Context: an optimization exercise on an open-source flow, tuned for small area, a short achievable clock period and few clock cycles. The choices shown serve that exercise and are no tape-out recipe. At most, simulation tests tie the RTL to the original design; equivalence was not proved.

==> inputs of v29 <==
// chk_unit
module chk_unit (
    input  wire        clk,
    input  wire        rst,
    input  wire        job_valid,
    output wire        job_ready,
    input  wire [31:0] job_cmd,
    input  wire [23:0] job_len,
    input  wire        in_valid,
    output wire        in_ready,
    input  wire [63:0] in_data,
    output reg         res_valid,
    output reg         res_refused,
    output reg  [2:0]  res_refuse_code,
    output reg  [31:0] res_result,
    output reg  [3:0]  res_code,
    output reg  [15:0] res_acount,
    output reg         res_copy,
    output reg  [47:0] res_tail,
    output reg  [2:0]  res_tail_len,
    input  wire        reg_wr,
    input  wire        reg_rd,
    input  wire [15:0] reg_addr,
    input  wire [31:0] reg_wdata,
    output reg  [31:0] reg_rdata
);
export LEC_CHECK = 0
export CAP_MARGIN = 20
export CORE_MARGIN = 2
export CORE_UTILIZATION = 35
export SLEW_MARGIN = 20
create_clock -name core_clock -period 20.0 [get_ports {clk}]
standard.sh (not shown) runs the stock make flow with config.mk's settings and CLKGATE_MAP_FILE= SYNTH_SCRIPT=/design/flow/synth_recipe.tcl, a recipe that flattens the netlist after the stock synthesis.
==> flow/flow/run.sh <==
#!/bin/bash
# The standard synthesis, unchanged, then the standard flow's own layout steps with
# repair_timing asked for more setup slack than the 20 ns clock needs, so
# that the layout is optimised towards a shorter period.  Each step's full
# output goes to a log file of its own in this folder.
set -euo pipefail
MARGIN=$(cat flow/margin.txt)
bash standard.sh synth > synth.log 2>&1
bash standard.sh SETUP_SLACK_MARGIN="$MARGIN" finish > layout.log 2>&1
==> flow/flow/margin.txt <==
14
==> inputs of v14, as changes to v29 <==
--- a/flow/design.v
+++ b/flow/design.v
@@ -64,29 +64,52 @@
     reg [2:0]  c_rc;
     reg [15:0] c_cnt;
     reg        c_fwd;       
     wire [2:0] j_w = (j_poly[1] == 1'b0) ? 3'd4 : (j_poly[0] ? 3'd1 : 3'd2);
     wire fwd = c_fwd && (c_ctx == j_ctx);
     wire       busy = (nfl != 2'd0);
     wire [3:0] reg_slot = {~reg_addr[6], reg_addr[5:3]};
     wire [3:0] reg_chan = reg_addr[6:3];
-    wire [3:0] ix_ctx   = busy ? j_ctx  : reg_slot;
-    wire [3:0] ix_tx    = busy ? j_achan : reg_chan;
-    wire [3:0] ix_rx    = busy ? c_achan : reg_chan;
-    wire [31:0] rd_ctx_state = ctx_state[ix_ctx];
-    wire [1:0]  rd_ctx_poly  = ctx_poly[ix_ctx];
-    wire        rd_ctx_valid = ctx_valid[ix_ctx];
-    wire [15:0] rd_tx   = txd[ix_tx] ? ach_tx[ix_tx] : 16'd0;
-    wire [7:0]  rd_win0 = wnd[ix_rx] ? ach_win[ix_rx] : 8'd8;
+    reg  [15:0] j_ctx_oh, j_ach_oh, c_ach_oh;
+    wire [15:0] sel_ctx = busy ? j_ctx_oh : (16'd1 << reg_slot);
+    wire [15:0] sel_tx  = busy ? j_ach_oh : (16'd1 << reg_chan);
+    wire [15:0] sel_rx  = busy ? c_ach_oh : (16'd1 << reg_chan);
+    reg [31:0] rd_ctx_state;
+    reg [1:0]  rd_ctx_poly;
+    reg        rd_ctx_valid;
+    reg [15:0] rd_tx0, rd_rx0;
+    reg [7:0]  rd_win1;
+    reg        rd_txd, rd_wnd, rd_rxd, rd_rxv0;
+    always @(*) begin
+        rd_ctx_state = 32'd0; rd_ctx_poly = 2'd0; rd_ctx_valid = 1'b0;
+        rd_tx0 = 16'd0; rd_rx0 = 16'd0; rd_win1 = 8'd0;
+        rd_txd = 1'b0; rd_wnd = 1'b0; rd_rxd = 1'b0; rd_rxv0 = 1'b0;
+        for (n = 0; n < 16; n = n + 1) begin
+            rd_ctx_state = rd_ctx_state | (ctx_state[n] & {32{sel_ctx[n]}});
+            rd_ctx_poly  = rd_ctx_poly  | (ctx_poly[n]  & {2{sel_ctx[n]}});
+            rd_ctx_valid = rd_ctx_valid | (ctx_valid[n] & sel_ctx[n]);
+            rd_tx0  = rd_tx0  | (ach_tx[n]  & {16{sel_tx[n]}});
+            rd_txd  = rd_txd  | (txd[n]     & sel_tx[n]);
+            rd_rx0  = rd_rx0  | (ach_rx[n]  & {16{sel_rx[n]}});
+            rd_rxv0 = rd_rxv0 | (ach_rxv[n] & sel_rx[n]);
+            rd_rxd  = rd_rxd  | (rxd[n]     & sel_rx[n]);
+            rd_win1 = rd_win1 | (ach_win[n] & {8{sel_rx[n]}});
+            rd_wnd  = rd_wnd  | (wnd[n]     & sel_rx[n]);
+        end
+    end
+    wire [1:0]  j_ctx_poly   = ctx_poly[j_ctx];
+    wire        j_ctx_valid  = ctx_valid[j_ctx];
+    wire [15:0] rd_tx   = rd_txd ? rd_tx0 : 16'd0;
+    wire [7:0]  rd_win0 = rd_wnd ? rd_win1 : 8'd8;
     wire [7:0]  rd_win  = (rd_win0 == 8'd0) ? 8'd1 : rd_win0;
-    wire [15:0] rd_rx   = rxd[ix_rx] ? ach_rx[ix_rx] : 16'd0;
-    wire        rd_rxv  = rxd[ix_rx] & ach_rxv[ix_rx];
+    wire [15:0] rd_rx   = rd_rxd ? rd_rx0 : 16'd0;
+    wire        rd_rxv  = rd_rxd & rd_rxv0;
     wire       slot_ok = fwd ? (c_poly == j_poly)
-                             : (rd_ctx_valid && rd_ctx_poly == j_poly);
+                             : (j_ctx_valid && j_ctx_poly == j_poly);
     wire [4:0] minlen  = {2'd0, j_w} + (j_alive ? 5'd3 : 5'd1);
     wire       too_short = (rin[23:5] == 19'd0) && (rin[4:0] < minlen);
     wire [2:0] rc = j_opbad                       ? 3'd1 :
                     (j_save && j_op != OP_COMPUTE) ? 3'd2 :
                     (j_resume && !slot_ok)         ? 3'd3 :
                     (j_op == OP_CHECK && too_short) ? 3'd4 : 3'd0;
     wire       app_alive = (j_op == OP_APPEND) && j_alive;
     wire [2:0] lm = rin[2:0];                  
@@ -95,39 +118,48 @@
     wire [2:0] k_job = 3'd0 - l_lo;
     wire [3:0] m_last = (lm == 3'd0) ? 4'd8 : {1'b0, lm};
     wire dm1 = (j_op == OP_CHECK) && (m_last <= {1'b0, j_w});
     wire dp1 = app_alive && (m_last >= 4'd7);
     wire lastin = (rin[23:4] == 20'd0) && (!rin[3] || rin[2:0] == 3'd0);   
     wire second = !lastin && (rin[23:5] == 19'd0) && (!rin[4] || rin[3:0] == 4'd0);  
     reg [63:0] d_r;         
     reg [63:8] prev;        
+    wire [7:0] prev_b [1:7];
+    genvar gi;
+    generate for (gi = 1; gi < 8; gi = gi + 1) begin : g_prev
+        assign prev_b[gi] = prev[8*gi +: 8];
+    end endgenerate
+    reg [2:0]  e_m [0:7];   
     reg        p_v, p_first, p_lastin, p_crc, p_lastcrc, p_ovr, p_rx;
     reg [2:0]  e_k;
     reg [3:0]  e_psel;      
     reg [15:0] e_cnt;       
     reg        e_fcrc, e_frx;
     reg [31:0] e_ss;        
     reg [2:0]  e_rc;        
     reg [31:0] s;           
     reg [15:0] cap_cnt;     
     reg        cap_ok;      
-    wire [127:0] cat = {d_r, prev, 8'd0};
-    wire [63:0]  fw  = cat[(7'd64 - {1'b0, e_k, 3'd0}) +: 64];
-    wire [7:0]   pad = p_first ? (8'hFF << e_k) : 8'hFF;
     reg  [63:0]  wa;
+    reg  [63:0]  sp;
     always @(*) begin
-        for (n = 0; n < 8; n = n + 1)
-            wa[8*n +: 8] = pad[n] ? fw[8*n +: 8] : 8'd0;
+        for (n = 0; n < 8; n = n + 1) begin
+            if (e_m[n] <= n)
+                wa[8*n +: 8] = d_r[8*e_m[n] +: 8];
+            else
+                wa[8*n +: 8] = p_first ? 8'd0 : prev_b[e_m[n]];
+            sp[8*n +: 8] = (e_m[n] <= n && e_m[n] <= 3'd3) ? e_ss[8*e_m[n][1:0] +: 8] : 8'd0;
+        end
         if (p_ovr)
             wa[63:48] = e_cnt;
     end
-    wire [95:0]  sp   = {64'd0, e_ss} << {e_k, 3'd0};
-    wire [63:0]  sx   = p_first ? sp[63:0] : {32'd0, s};
-    wire [31:0]  sr   = p_first ? sp[95:64] : 32'd0;
+    wire [31:0]  sp_hi = e_ss >> {3'd0 - e_k, 3'd0};
+    wire [63:0]  sx   = p_first ? sp : {32'd0, s};
+    wire [31:0]  sr   = (p_first && e_k[2] && e_k[1:0] != 2'd0) ? sp_hi : 32'd0;
     wire [63:0]  w    = wa ^ sx;
     wire [3:0]   psel = e_psel;
     wire [31:0]  t;
     assign t[0] =
         ((w[24] ^ w[25] ^ w[45] ^ w[49] ^ w[50] ^ w[61]) & (psel[3])) ^
         ((w[12] ^ w[15] ^ w[26] ^ w[44]) & (psel[2])) ^
         ((w[7] ^ w[51] ^ w[63]) & (psel[2] | psel[3])) ^
         ((w[6]) & (psel[1])) ^
@@ -468,22 +500,26 @@
             j_opbad  <= job_cmd[2] || job_cmd[1:0] == 2'd3 ||
                         job_cmd[31:21] != 11'd0 || job_cmd[19:16] != 4'd0;
             j_poly   <= job_cmd[4:3];
             j_alive  <= job_cmd[5];
             j_resume <= job_cmd[6];
             j_save   <= job_cmd[7];
             j_ctx    <= job_cmd[11:8];
             j_achan  <= job_cmd[15:12];
+            j_ctx_oh <= 16'd1 << job_cmd[11:8];
+            j_ach_oh <= 16'd1 << job_cmd[15:12];
             rin      <= job_len;
         end else if (in_valid) begin
             rin[23:3] <= rin[23:3] - 21'd1;
         end
         if (take_d) begin
             e_k    <= k_job;
+            for (n = 0; n < 8; n = n + 1)
+                e_m[n] <= n - k_job;
             e_psel <= 4'b0001 << j_poly;
             e_cnt  <= rd_tx;
             e_fcrc <= dp1;
             e_frx  <= (j_op == OP_CHECK) && !dm1;
             e_ss   <= ss_job;
             e_rc   <= rc;
         end
         if (in_valid) begin
@@ -509,16 +545,17 @@
             cap_ok <= rx_match;
         if (p_v && p_lastin) begin
             c_op    <= j_op;
             c_poly  <= j_poly;
             c_alive <= j_alive;
             c_save  <= j_save;
             c_ctx   <= j_ctx;
             c_achan <= j_achan;
+            c_ach_oh <= j_ach_oh;
             c_rc    <= e_rc;
             c_cnt   <= e_cnt;
         end
         if (e0) begin
             cr_rx  <= rd_rx;
             cr_rxv <= rd_rxv;
             cr_win <= rd_win;
         end
==> flow/config.mk (replaced) <==
export PLATFORM = sky130hd
export DESIGN_NAME = chk_unit
export DESIGN_NICKNAME = chk_unit
export VERILOG_FILES = /design/flow/design.v
export SDC_FILE = /design/flow/constraint.sdc
export NUM_CORES = 4
export LEC_CHECK = 0
export CAP_MARGIN = 20
export CORE_MARGIN = 2
export CORE_UTILIZATION = 55
export SLEW_MARGIN = 20
==> flow_metrics.env <==
export IMPL_nonClkBufAreaFrac_pct=7.79
export IMPL_n_clock_buffer=262
export IMPL_syn_area_um2=93500
export IMPL_routed_wl_um=403000
export IMPL_status="complete, no violations"
export IMPL_syn_nets=7827
export IMPL_fp_dieArea_um2=271000
export IMPL_synth_seq_cells=1875
export IMPL_antenna_found_initial=24
export IMPL_relSlewSlack_pct=18.7
export IMPL_min_from="c_rc[2]"
export IMPL_cp_required_ps=20760
export IMPL_place_inst=11243
export IMPL_core_um2=266000
The numbers above come from v29.

==> flow_metrics.env <==
export IMPL_status="complete, no violations"
export IMPL_routed_wl_um=366000
export IMPL_place_inst=9868
export IMPL_antenna_found_initial=31
export IMPL_fp_dieArea_um2=173000
export IMPL_synth_seq_cells=1934
export IMPL_min_from="c_rc[1]"
export IMPL_netlist_top_cells_area="edfxtp_1 (49%), dfxtp_1 (8.8%), xnor2_1 (8.0%)"
export IMPL_core_um2=169000
export IMPL_place_ws_ps=11440
export IMPL_relSlewSlack_pct=15.8
export IMPL_nonClkBufAreaFrac_pct=6.02
export IMPL_cp_required_ps=20500
export IMPL_syn_area_um2=93400
export IMPL_n_clock_buffer=247
The numbers above come from v14.

Testbench counts of v14, summed over its fixed seeds: cycles 55,509.
The RTL of v29 was laid out without a check of its function.

---

==> job 4906: inputs <==
Another version of the RTL of chk_unit (not shown whole).
export LEC_CHECK = 0
export CAP_MARGIN = 20
export CORE_MARGIN = 2
export CORE_UTILIZATION = 45
export CTS_BUF_LIST = sky130_fd_sc_hd__clkbuf_8
export CTS_CLUSTER_SIZE = 30
export SLEW_MARGIN = 20
create_clock -name core_clock -period 20.0 [get_ports {clk}]
Scripts as last shown in full above: flow/flow/run.sh, flow/flow/margin.txt
==> job 9989 (differences from job 4906) <==
--- a/flow/design.v
+++ b/flow/design.v
@@ -13,11 +13,11 @@
     output reg  [2:0]  res_refuse_code,
     output reg  [31:0] res_result,
     output reg  [3:0]  res_code,
     output reg  [15:0] res_acount,
     output reg         res_copy,
-    output reg  [47:0] res_tail,
+    output wire [47:0] res_tail,
     output reg  [2:0]  res_tail_len,
     input  wire        reg_wr,
     input  wire        reg_rd,
     input  wire [15:0] reg_addr,
     input  wire [31:0] reg_wdata,
@@ -67,23 +67,37 @@
     wire [2:0] j_w = (j_poly[1] == 1'b0) ? 3'd4 : (j_poly[0] ? 3'd1 : 3'd2);
     wire fwd = c_fwd && (c_ctx == j_ctx);
     wire       busy = (nfl != 2'd0);
     wire [3:0] reg_slot = {~reg_addr[6], reg_addr[5:3]};
     wire [3:0] reg_chan = reg_addr[6:3];
-    wire [3:0] ix_ctx   = busy ? j_ctx  : reg_slot;
-    wire [3:0] ix_tx    = busy ? j_achan : reg_chan;
-    wire [3:0] ix_rx    = busy ? c_achan : reg_chan;
-    wire [31:0] rd_ctx_state = ctx_state[ix_ctx];
-    wire [1:0]  rd_ctx_poly  = ctx_poly[ix_ctx];
-    wire        rd_ctx_valid = ctx_valid[ix_ctx];
+    reg  [15:0] j_ctx_oh, j_ach_oh, c_ach_oh;
+    wire [15:0] sel_ctx = busy ? j_ctx_oh : (16'd1 << reg_slot);
+    wire [15:0] sel_tx  = busy ? j_ach_oh : (16'd1 << reg_chan);
+    wire [15:0] sel_rx  = busy ? c_ach_oh : (16'd1 << reg_chan);
+    reg [31:0] rd_ctx_vstate;
+    reg [1:0]  rd_ctx_vpoly;
+    reg        rd_ctx_valid;
+    reg [15:0] rd_tx, rd_rx;
+    reg [7:0]  rd_win0;
+    reg        rd_rxv;
+    always @(*) begin
+        rd_ctx_vstate = 32'd0; rd_ctx_vpoly = 2'd0;
+        rd_ctx_valid = 1'b0;
+        rd_tx = 16'd0; rd_rx = 16'd0; rd_win0 = 8'd0; rd_rxv = 1'b0;
+        for (n = 0; n < 16; n = n + 1) begin
+            rd_ctx_vstate = rd_ctx_vstate | (ctx_state[n] & {32{sel_ctx[n] & ctx_valid[n]}});
+            rd_ctx_vpoly  = rd_ctx_vpoly  | (ctx_poly[n]  & {2{sel_ctx[n] & ctx_valid[n]}});
+            rd_ctx_valid  = rd_ctx_valid  | (ctx_valid[n] & sel_ctx[n]);
+            rd_tx   = rd_tx   | (ach_tx[n]  & {16{sel_tx[n] & txd[n]}});
+            rd_rx   = rd_rx   | (ach_rx[n]  & {16{sel_rx[n] & rxd[n]}});
+            rd_rxv  = rd_rxv  | (ach_rxv[n] & sel_rx[n] & rxd[n]);
+            rd_win0 = rd_win0 | ((wnd[n] ? ach_win[n] : 8'd8) & {8{sel_rx[n]}});
+        end
+    end
     wire [1:0]  j_ctx_poly   = ctx_poly[j_ctx];
     wire        j_ctx_valid  = ctx_valid[j_ctx];
-    wire [15:0] rd_tx   = txd[ix_tx] ? ach_tx[ix_tx] : 16'd0;
-    wire [7:0]  rd_win0 = wnd[ix_rx] ? ach_win[ix_rx] : 8'd8;
     wire [7:0]  rd_win  = (rd_win0 == 8'd0) ? 8'd1 : rd_win0;
-    wire [15:0] rd_rx   = rxd[ix_rx] ? ach_rx[ix_rx] : 16'd0;
-    wire        rd_rxv  = rxd[ix_rx] & ach_rxv[ix_rx];
     wire       slot_ok = fwd ? (c_poly == j_poly)
                              : (j_ctx_valid && j_ctx_poly == j_poly);
     wire [4:0] minlen  = {2'd0, j_w} + (j_alive ? 5'd3 : 5'd1);
     wire       too_short = (rin[23:5] == 19'd0) && (rin[4:0] < minlen);
     wire [2:0] rc = j_opbad                       ? 3'd1 :
@@ -100,33 +114,47 @@
     wire dp1 = app_alive && (m_last >= 4'd7);
     wire lastin = (rin[23:4] == 20'd0) && (!rin[3] || rin[2:0] == 3'd0);   
     wire second = !lastin && (rin[23:5] == 19'd0) && (!rin[4] || rin[3:0] == 4'd0);  
     reg [63:0] d_r;         
     reg [63:8] prev;        
+    wire [7:0] prev_b [1:7];
+    genvar gi;
+    generate for (gi = 1; gi < 8; gi = gi + 1) begin : g_prev
+        assign prev_b[gi] = prev[8*gi +: 8];
+    end endgenerate
+    reg [2:0]  e_m [0:7];   
     reg        p_v, p_first, p_lastin, p_crc, p_lastcrc, p_ovr, p_rx;
-    reg [2:0]  e_k;
+    reg [7:0]  p_pad;       
     reg [3:0]  e_psel;      
     reg [15:0] e_cnt;       
     reg        e_fcrc, e_frx;
     reg [31:0] e_ss;        
     reg [2:0]  e_rc;        
     reg [31:0] s;           
     reg [15:0] cap_cnt;     
     reg        cap_ok;      
-    wire [127:0] cat = {d_r, prev, 8'd0};
-    wire [63:0]  fw  = cat[(7'd64 - {1'b0, e_k, 3'd0}) +: 64];
-    wire [7:0]   pad = p_first ? (8'hFF << e_k) : 8'hFF;
     reg  [63:0]  wa;
+    reg  [63:0]  sp;
     always @(*) begin
-        for (n = 0; n < 8; n = n + 1)
-            wa[8*n +: 8] = pad[n] ? fw[8*n +: 8] : 8'd0;
+        for (n = 0; n < 8; n = n + 1) begin
+            if (e_m[n] <= n)
+                wa[8*n +: 8] = d_r[8*e_m[n] +: 8];
+            else
+                wa[8*n +: 8] = p_pad[n] ? 8'd0 : prev_b[e_m[n]];
+            sp[8*n +: 8] = (e_m[n] <= n && e_m[n] <= 3'd3) ? e_ss[8*e_m[n][1:0] +: 8] : 8'd0;
+        end
         if (p_ovr)
             wa[63:48] = e_cnt;
     end
-    wire [95:0]  sp   = {64'd0, e_ss} << {e_k, 3'd0};
-    wire [63:0]  sx   = p_first ? sp[63:0] : {32'd0, s};
-    wire [31:0]  sr   = p_first ? sp[95:64] : 32'd0;
+    reg  [31:0]  sr;
+    always @(*) begin
+        sr = 32'd0;
+        for (n = 0; n < 3; n = n + 1)
+            if (e_m[n] > n && e_m[n] <= 3'd3)
+                sr[8*n +: 8] = e_ss[8*e_m[n][1:0] +: 8];
+    end
+    wire [63:0]  sx   = sp ^ {32'd0, s & {32{~p_first}}};
     wire [63:0]  w    = wa ^ sx;
     wire [3:0]   psel = e_psel;
     wire [31:0]  t;
     assign t[0] =
         ((w[24] ^ w[25] ^ w[45] ^ w[49] ^ w[50] ^ w[61]) & (psel[3])) ^
@@ -385,12 +413,12 @@
         ((w[9] ^ w[10] ^ w[15] ^ w[16] ^ w[18] ^ w[26] ^ w[32] ^ w[33] ^ w[35] ^ w[37] ^ w[38] ^ w[47] ^ w[51] ^ w[54] ^ w[57] ^ w[63]) & (psel[0] | psel[1]));
     wire [31:0]  s_next = t ^ sr;
     wire rx_match = e_psel[3] ? (wa[7:0] == ~s[7:0]) :
                     e_psel[2] ? ({wa[7:0], wa[15:8]} == s[15:0]) :
                                 (wa[31:0] == ~s);
-    wire [31:0] slot_int = (j_poly == 2'd2) ? {16'd0, rd_ctx_state[7:0], rd_ctx_state[15:8]}
-                                            : rd_ctx_state;
+    wire [31:0] slot_int = (j_poly == 2'd2) ? {16'd0, rd_ctx_vstate[7:0], rd_ctx_vstate[15:8]}
+                                            : rd_ctx_vstate;
     wire [31:0] init_int = (j_poly == 2'd3) ? 32'h0000_00FF :
                            (j_poly == 2'd2) ? 32'h0000_FFFF : 32'hFFFF_FFFF;
     wire [31:0] ss_job   = !j_resume ? init_int : (fwd ? s : slot_int);
     reg e0, e1;    
     reg [15:0] cr_rx;    
@@ -402,31 +430,30 @@
                           (c_poly == 2'd2) ? s_ext : ~s_ext;
     wire [2:0]  c_w     = (c_poly[1] == 1'b0) ? 3'd4 : (c_poly[0] ? 3'd1 : 3'd2);
     wire        crc_ok  = cap_ok;
     wire [15:0] rx_dist = cap_cnt - cr_rx;
     wire        c_ref   = (c_rc != 3'd0);
+    reg        r_tapp, r_talive;
+    assign res_tail = !r_tapp ? 48'd0 :
+                      r_talive ? {res_result, res_acount} : {16'd0, res_result};
     reg [3:0]  f_code;
     reg        f_copy, f_rxupd;
-    reg [47:0] f_tail;
     reg [2:0]  f_tail_len;
     reg [15:0] f_acount;
     always @(*) begin
         f_code     = CODE_DONE;
         f_copy     = 1'b0;
         f_rxupd    = 1'b0;
-        f_tail     = 48'd0;
         f_tail_len = 3'd0;
         f_acount   = 16'd0;
         case (c_op)
             OP_APPEND: begin
                 f_copy = 1'b1;
                 if (c_alive) begin
                     f_acount   = c_cnt;
-                    f_tail     = {fin_crc, c_cnt};
                     f_tail_len = c_w + 3'd2;
                 end else begin
-                    f_tail     = {16'd0, fin_crc};
                     f_tail_len = c_w;
                 end
             end
             OP_CHECK: begin
                 if (c_alive)
@@ -473,32 +500,40 @@
             j_alive  <= job_cmd[5];
             j_resume <= job_cmd[6];
             j_save   <= job_cmd[7];
             j_ctx    <= job_cmd[11:8];
             j_achan  <= job_cmd[15:12];
+            j_ctx_oh <= 16'd1 << job_cmd[11:8];
+            j_ach_oh <= 16'd1 << job_cmd[15:12];
             rin      <= job_len;
         end else if (in_valid) begin
             rin[23:3] <= rin[23:3] - 21'd1;
         end
         if (take_d) begin
-            e_k    <= k_job;
+            for (n = 0; n < 8; n = n + 1)
+                e_m[n] <= n - k_job;
             e_psel <= 4'b0001 << j_poly;
             e_cnt  <= rd_tx;
             e_fcrc <= dp1;
             e_frx  <= (j_op == OP_CHECK) && !dm1;
             e_ss   <= ss_job;
             e_rc   <= rc;
         end
+        if (p_v && p_first && !take_d)
+            e_ss <= 32'd0;
         if (in_valid) begin
             p_first   <= first_pend;
+            for (n = 0; n < 8; n = n + 1)
+                p_pad[n] <= first_pend && (n < k_job);
             p_lastin  <= lastin;
             p_crc     <= !(dm1 && lastin);
             p_lastcrc <= dm1 ? second : (!dp1 && lastin);
             p_ovr     <= app_alive && !dp1 && lastin;
             p_rx      <= dm1 && lastin;
         end else begin
             p_first   <= 1'b0;
+            p_pad     <= 8'd0;
             p_lastin  <= 1'b0;
             p_crc     <= e_fcrc;
             p_lastcrc <= e_fcrc;
             p_ovr     <= e_fcrc;
             p_rx      <= e_frx;
@@ -514,10 +549,11 @@
             c_poly  <= j_poly;
             c_alive <= j_alive;
             c_save  <= j_save;
             c_ctx   <= j_ctx;
             c_achan <= j_achan;
+            c_ach_oh <= j_ach_oh;
             c_rc    <= e_rc;
             c_cnt   <= e_cnt;
         end
         if (e0) begin
             cr_rx  <= rd_rx;
@@ -528,11 +564,12 @@
         res_refuse_code <= c_rc;
         res_result      <= c_ref ? 32'd0 : (c_save ? s_ext : fin_crc);
         res_code        <= c_ref ? 4'd0 : f_code;
         res_acount      <= c_ref ? 16'd0 : f_acount;
         res_copy        <= !c_ref && f_copy;
-        res_tail        <= c_ref ? 48'd0 : f_tail;
+        r_tapp          <= !c_ref && c_op == OP_APPEND;
+        r_talive        <= c_alive;
         res_tail_len    <= c_ref ? 3'd0 : f_tail_len;
         for (n = 0; n < 16; n = n + 1) begin
             if (ctx_we && c_ctx == n) begin
                 ctx_state[n] <= s_ext;
                 ctx_poly[n]  <= c_poly;
@@ -613,13 +650,13 @@
                 rd_val = {8'd0, rd_win, rd_tx};
             else
                 rd_val = {15'd0, rd_rxv, rd_rx};
         end else if (reg_ctx) begin
             if (!reg_addr[2])
-                rd_val = rd_ctx_valid ? rd_ctx_state : 32'd0;
+                rd_val = rd_ctx_vstate;
             else
-                rd_val = {23'd0, rd_ctx_valid, 6'd0, rd_ctx_valid ? rd_ctx_poly : 2'd0};
+                rd_val = {23'd0, rd_ctx_valid, 6'd0, rd_ctx_vpoly};
         end else begin
             case (reg_addr[15:2])
                 14'h0400: rd_val[8] = busy;
                 14'h0402: rd_val = cnt_jobs;
                 14'h0403: rd_val = cnt_mismatch;
- CORE_UTILIZATION: 45 -> 35
- CTS_BUF_LIST: sky130_fd_sc_hd__clkbuf_8 -> unset
- CTS_CLUSTER_SIZE: 30 -> unset
==> summary of the runs <==
Clock skew: job 9989 is lower than job 4906 (0.073 ns). Via count: job 4906 is larger than job 9989 (about 5.4%). Worst setup slack: job 9989 is worse than job 4906 (0.063 ns). Cell area: job 9989 is higher than job 4906 (about 1.3%).
Testbench counts of job 4906, summed over its fixed seeds: cycles 55,509.
Testbench counts of job 9989, summed over its fixed seeds: cycles 55,509.

afterwards: timing with drivers on the ports:
In the flow no input, the clock included, has a driving cell. The finished layouts below were timed again as built, in two steps. Step 1 assumes that a clkbuf_16 drives the clock port and a buf_2 every other input. Step 2 adds t to the input delays and takes it off the output delays; t is the mean of the earliest and latest rising clock arrival at the registers after step 1. Input paths then give back, and output paths get back, about the clock's delay inside the block. Three values: ideal ports, drivers, drivers and shift; two values: the first two.
run	t, ns	setup WS [ns]	worst setup path after step 2	pins driven straight from the clock port
v29	0.938	13.806 / 13.797 / 12.860	input to register	1
v14	0.956	13.979 / 13.923 / 13.068	input to register	1
job 4906	1.113	13.734 / 13.737 / 12.625	input to register	1
job 9989	0.941	13.671 / 13.582 / 13.026	input to register	1
After both steps setup and hold are still met in every run listed. For job 4906, which loses most, drivers alone change the setup slack by +0.003 ns; drivers and shift together by -1.109 ns.
